Background: an optimization exercise with open tools, aiming at small area, a short achievable clock period and few clock cycles per item. Do not read the settings as production practice. The RTL was checked by simulation tests, not by an equivalence proof against the original design. Power is estimated from default activity; no workload was simulated.

==> flow/design.v (excerpt) <==
module qe_mix (
    input  wire        clk,
    input  wire        rst,
    input  wire        in_valid,
    output wire        in_ready,
    input  wire [23:0] in_sample,
    input  wire [23:0] in_gain,
    input  wire        in_last,
    input  wire [23:0] in_dgain,
    output reg         out_valid,
    input  wire        out_ready,
    output reg  [23:0] out_sample,
    output reg  [1:0]  out_clip
);
    reg rdy_q;       
    reg vi_q;        
    reg il_q;        
    reg vp_q;        
    reg vr_q, vm_q;  
    reg ph_q;        
    reg clr_q;       
    assign in_ready = rdy_q;
    wire take = in_valid & rdy_q & ~rst;
    reg [23:0] x_q;
    reg [11:0] b1_one, b1_two, b1_neg;
    reg [23:0] dg_i;
    wire [24:0] g_ext = {in_gain, 1'b0};
    wire [11:0] g_one, g_two, g_neg;
    genvar gi;
    generate for (gi = 0; gi < 12; gi = gi + 1) begin : genc
        wire y2 = g_ext[2*gi+2], y1 = g_ext[2*gi+1], y0 = g_ext[2*gi];
        assign g_one[gi] = y1 ^ y0;
        assign g_two[gi] = (y2 & ~y1 & ~y0) | (~y2 & y1 & y0);
        assign g_neg[gi] = y2;
    end endgenerate
    reg [53:0] acc_s, acc_c;
    reg [23:0] dg_p;
    wire ren = ~vr_q | ph_q;                  
    wire clr = clr_q;
  ...
For scale: about 3500 cells after synthesis, ~460 flip-flops, about 110 I/O pins, roughly 37000 µm² of cells after synthesis.
clock: 9.0 ns
lec_check: 0
abc_clock_period_in_ps: 3000
cap_margin: 20
core_margin: 2
core_utilization: 40
cts_buf_list: sky130_fd_sc_hd__clkbuf_2
setup_slack_margin: 5
slew_margin: 20
standard.sh (not shown) runs the stock make flow with config.mk's settings and CLKGATE_MAP_FILE= SYNTH_SCRIPT=/design/flow/synth_recipe.tcl, a recipe that flattens the netlist after the stock synthesis.
==> flow/flow/run.sh <==
#!/bin/bash
set -euo pipefail
bash standard.sh "BUFFER_PORTS_ARGS=-buffer_cell sky130_fd_sc_hd__buf_1" finish > flow.log 2>&1
The first run finished with timing, DRC and antenna clean.
Testbench counts at the start, summed over its fixed seeds: cycles 14,810, items 3,200.
Change:
==> flow/flow/run.sh (replaced) <==
#!/bin/bash
set -euo pipefail
bash standard.sh "BUFFER_PORTS_ARGS=-buffer_cell sky130_fd_sc_hd__buf_1" \
  "CTS_ARGS=-sink_clustering_enable -repair_clock_nets -buf_list sky130_fd_sc_hd__clkbuf_4 -dont_use_dummy_load -sink_clustering_size 16" \
  finish > flow.log 2>&1
- CTS_BUF_LIST: sky130_fd_sc_hd__clkbuf_2 -> sky130_fd_sc_hd__clkbuf_4
Outcome: The changed run produced a clean layout; routed wire length is lower by 1.6%; setup slack loses 0.017 ns; total power decreases by 1.4%; global-route usage decreases by 0.22 points; utilization goes down by 0.60 points; combinational power stays flat; register-to-register slack gets worse by 0.02 ns; clock-buffer cell count drops by 58; synthesized area is unchanged.
Change:
==> flow/flow/run.sh (replaced) <==
#!/bin/bash
set -euo pipefail
bash standard.sh "BUFFER_PORTS_ARGS=-buffer_cell sky130_fd_sc_hd__buf_1" \
  "CTS_ARGS=-sink_clustering_enable -repair_clock_nets -buf_list sky130_fd_sc_hd__clkbuf_4 -dont_use_dummy_load" \
  finish > flow.log 2>&1
Effect: Wire length hardly moves. Synthesized area does not change. Hold slack barely changes. Critical path depth climbs by 1.
Change:
==> flow/flow/run.sh (replaced) <==
#!/bin/bash
set -euo pipefail
bash standard.sh "BUFFER_PORTS_ARGS=-buffer_cell sky130_fd_sc_hd__buf_1" finish > flow.log 2>&1
Result:
- worst setup slack loses 0.010 ns
- wire length goes up by 0.43%
- power goes up by 5.4%
- via count goes up by 1.0%
- sequential power stays flat
- sequential share of layout area goes down by 0.46 points
- sequential cell count stays the same
Change:
==> flow/run.sh (new file) <==
#!/bin/bash
# synth_recipe.tcl (not shown) runs the flow's synth.tcl, then flattens the netlist and writes it again
# the make line also repeats each setting of config.mk as NAME=value (left out here)
make -C /OpenROAD-flow-scripts/flow DESIGN_CONFIG=/design/flow/config.mk WORK_HOME=/design/flow/orfs CLKGATE_MAP_FILE= SYNTH_SCRIPT=/design/flow/synth_recipe.tcl finish
removed: flow/flow/run.sh
removed: flow/standard.sh
Result:
- The changed run completed with no timing, DRC or antenna violations
- count of clock-buffer cells in the layout fell by 15
- non-clock buffer count rose by 3
- worst setup slack degrades by 0.020 ns
- area after synthesis is unchanged
- core utilization rose by 1.2 points
- global-route usage stays flat
- sequential power is about the same
- first-iteration DRC count fell by about 2.2%
- worst hold slack improves by 0.0088 ns
- cell area rose by 2.6%

========
Another version of the RTL of qe_mix (not shown whole).
Size: about 4000 cells after synthesis, ~390 flip-flops, roughly 40000 um2 of cells after synthesis.
export LEC_CHECK = 0
export CAP_MARGIN = 20
export CORE_MARGIN = 2
export CORE_UTILIZATION = 40
export SLEW_MARGIN = 20
create_clock -name core_clock -period 9.0 [get_ports {clk}]
run.sh (not shown) runs the stock make flow with config.mk's settings and CLKGATE_MAP_FILE= SYNTH_SCRIPT=/design/flow/synth_recipe.tcl, a recipe that flattens the netlist after the stock synthesis.
Stock flow here: none of the scripts above is used.
The starting point produced a clean layout.
Testbench counts at the start, summed over its fixed seeds: cycles 14,385, items 3,200.
==> next run, changes <==
- ABC_CLOCK_PERIOD_IN_PS: not set -> 3000
- SETUP_SLACK_MARGIN: not set -> 5
The changed run completed with no timing, DRC or antenna violations. Power goes up by roughly a tenth. Via count rose by a few percent. Final cell count rose by a few percent. Routed wire length goes up by a little under a tenth. Clock power shrinks by a few percent. Die area stays the same.

========
qe_mix, a different RTL version from the one above (not shown whole).
Size: ~490 flip-flops, roughly 110 I/O pins, ~39000 sq um of cells after synthesis.
export LEC_CHECK = 0
export ABC_CLOCK_PERIOD_IN_PS = 3000
export CAP_MARGIN = 20
export CORE_MARGIN = 2
export CORE_UTILIZATION = 40
export CTS_BUF_LIST = sky130_fd_sc_hd__clkbuf_4
export SETUP_SLACK_MARGIN = 4.5
export SLEW_MARGIN = 20
create_clock -name core_clock -period 9.0 [get_ports {clk}]
The baseline produced a clean layout.
Testbench counts at the start, summed over its fixed seeds: cycles 14,810, items 3,200.
Then changed:
==> flow/flow/run.sh (new file) <==
#!/bin/bash
set -euo pipefail
bash standard.sh "BUFFER_PORTS_ARGS=-buffer_cell sky130_fd_sc_hd__buf_1" finish > flow.log 2>&1
==> flow/standard.sh (new file) <==
#!/bin/bash
# synth_recipe.tcl (not shown) runs the flow's synth.tcl, then flattens the netlist and writes it again
# the make line also repeats each setting of config.mk as NAME=value (left out here)
make -C /OpenROAD-flow-scripts/flow DESIGN_CONFIG=/design/flow/config.mk WORK_HOME=/design/flow/orfs CLKGATE_MAP_FILE= SYNTH_SCRIPT=/design/flow/synth_recipe.tcl "${@:-finish}"
--- a/flow/config.mk
+++ b/flow/config.mk
@@ -11,4 +11,4 @@
 export CORE_UTILIZATION = 40
 export CTS_BUF_LIST = sky130_fd_sc_hd__clkbuf_4
-export SETUP_SLACK_MARGIN = 4.5
+export SETUP_SLACK_MARGIN = 5
 export SLEW_MARGIN = 20
removed: flow/run.sh
Result: The changed run passed the timing, DRC and antenna checks; global-route usage is higher by 0.44 points; first-iteration DRC count grows by 19%; routed wire length went up by 5.8%; core utilization climbs by 0.61 points; worst setup slack gets better by 330 ps; non-clock buffer count rose by 44; via count increases by 2.1%; die area stays the same; clock skew rises by 6.5 ps; sequential cell count is unchanged.

==> port drivers added, routing unchanged <==
The results above use ideal ports. As a check the final layouts listed here were re-extracted and re-timed, cells and wires unchanged. Step 1 (the two cells are an assumption about what drives the block):
set clk [get_ports {clk}]
set_driving_cell -lib_cell sky130_fd_sc_hd__clkbuf_16 $clk
set_driving_cell -lib_cell sky130_fd_sc_hd__buf_2 [delete_from_list [all_inputs] $clk]
Step 2 moves the port delays by t, midway between the first and last clock arrival at a register: inputs arrive t later, outputs are due t later. That takes back most of the time a late clock gives input paths. Slacks: ideal / step 1 / step 2; pairs: ideal / step 1.
run | shift t [ns] | setup slack, ns | latest minus earliest clock arrival (ns)
the first run of note 1 | 1.427 | 5.108 / 5.108 / 4.928 | 0.102 / 0.102
the second run of note 1 | 1.067 | 5.092 / 5.092 / 4.927 | 0.105 / 0.105
the third run of note 1 | 1.063 | 5.103 / 5.103 / 4.931 | 0.108 / 0.108
the fourth run of note 1 | 1.101 | 5.093 / 5.093 / 4.927 | 0.098 / 0.098
the fifth run of note 1 | 1.063 | 5.074 / 5.074 / 4.454 | 0.085 / 0.085
the first run of note 2 | 0.697 | 3.453 / 3.453 / 3.453 | 0.058 / 0.058
the second run of note 2 | 0.691 | 4.343 / 4.343 / 4.343 | 0.044 / 0.044
the first run of note 3 | 1.102 | 4.731 / 4.731 / 4.706 | 0.119 / 0.119
the second run of note 3 | 1.099 | 5.061 / 5.061 / 5.050 | 0.120 / 0.120
After both steps every run listed still meets setup and hold. For the fifth run of note 1, which loses most, drivers alone change the setup slack by 0.000 ns; drivers and shift together by -0.620 ns.
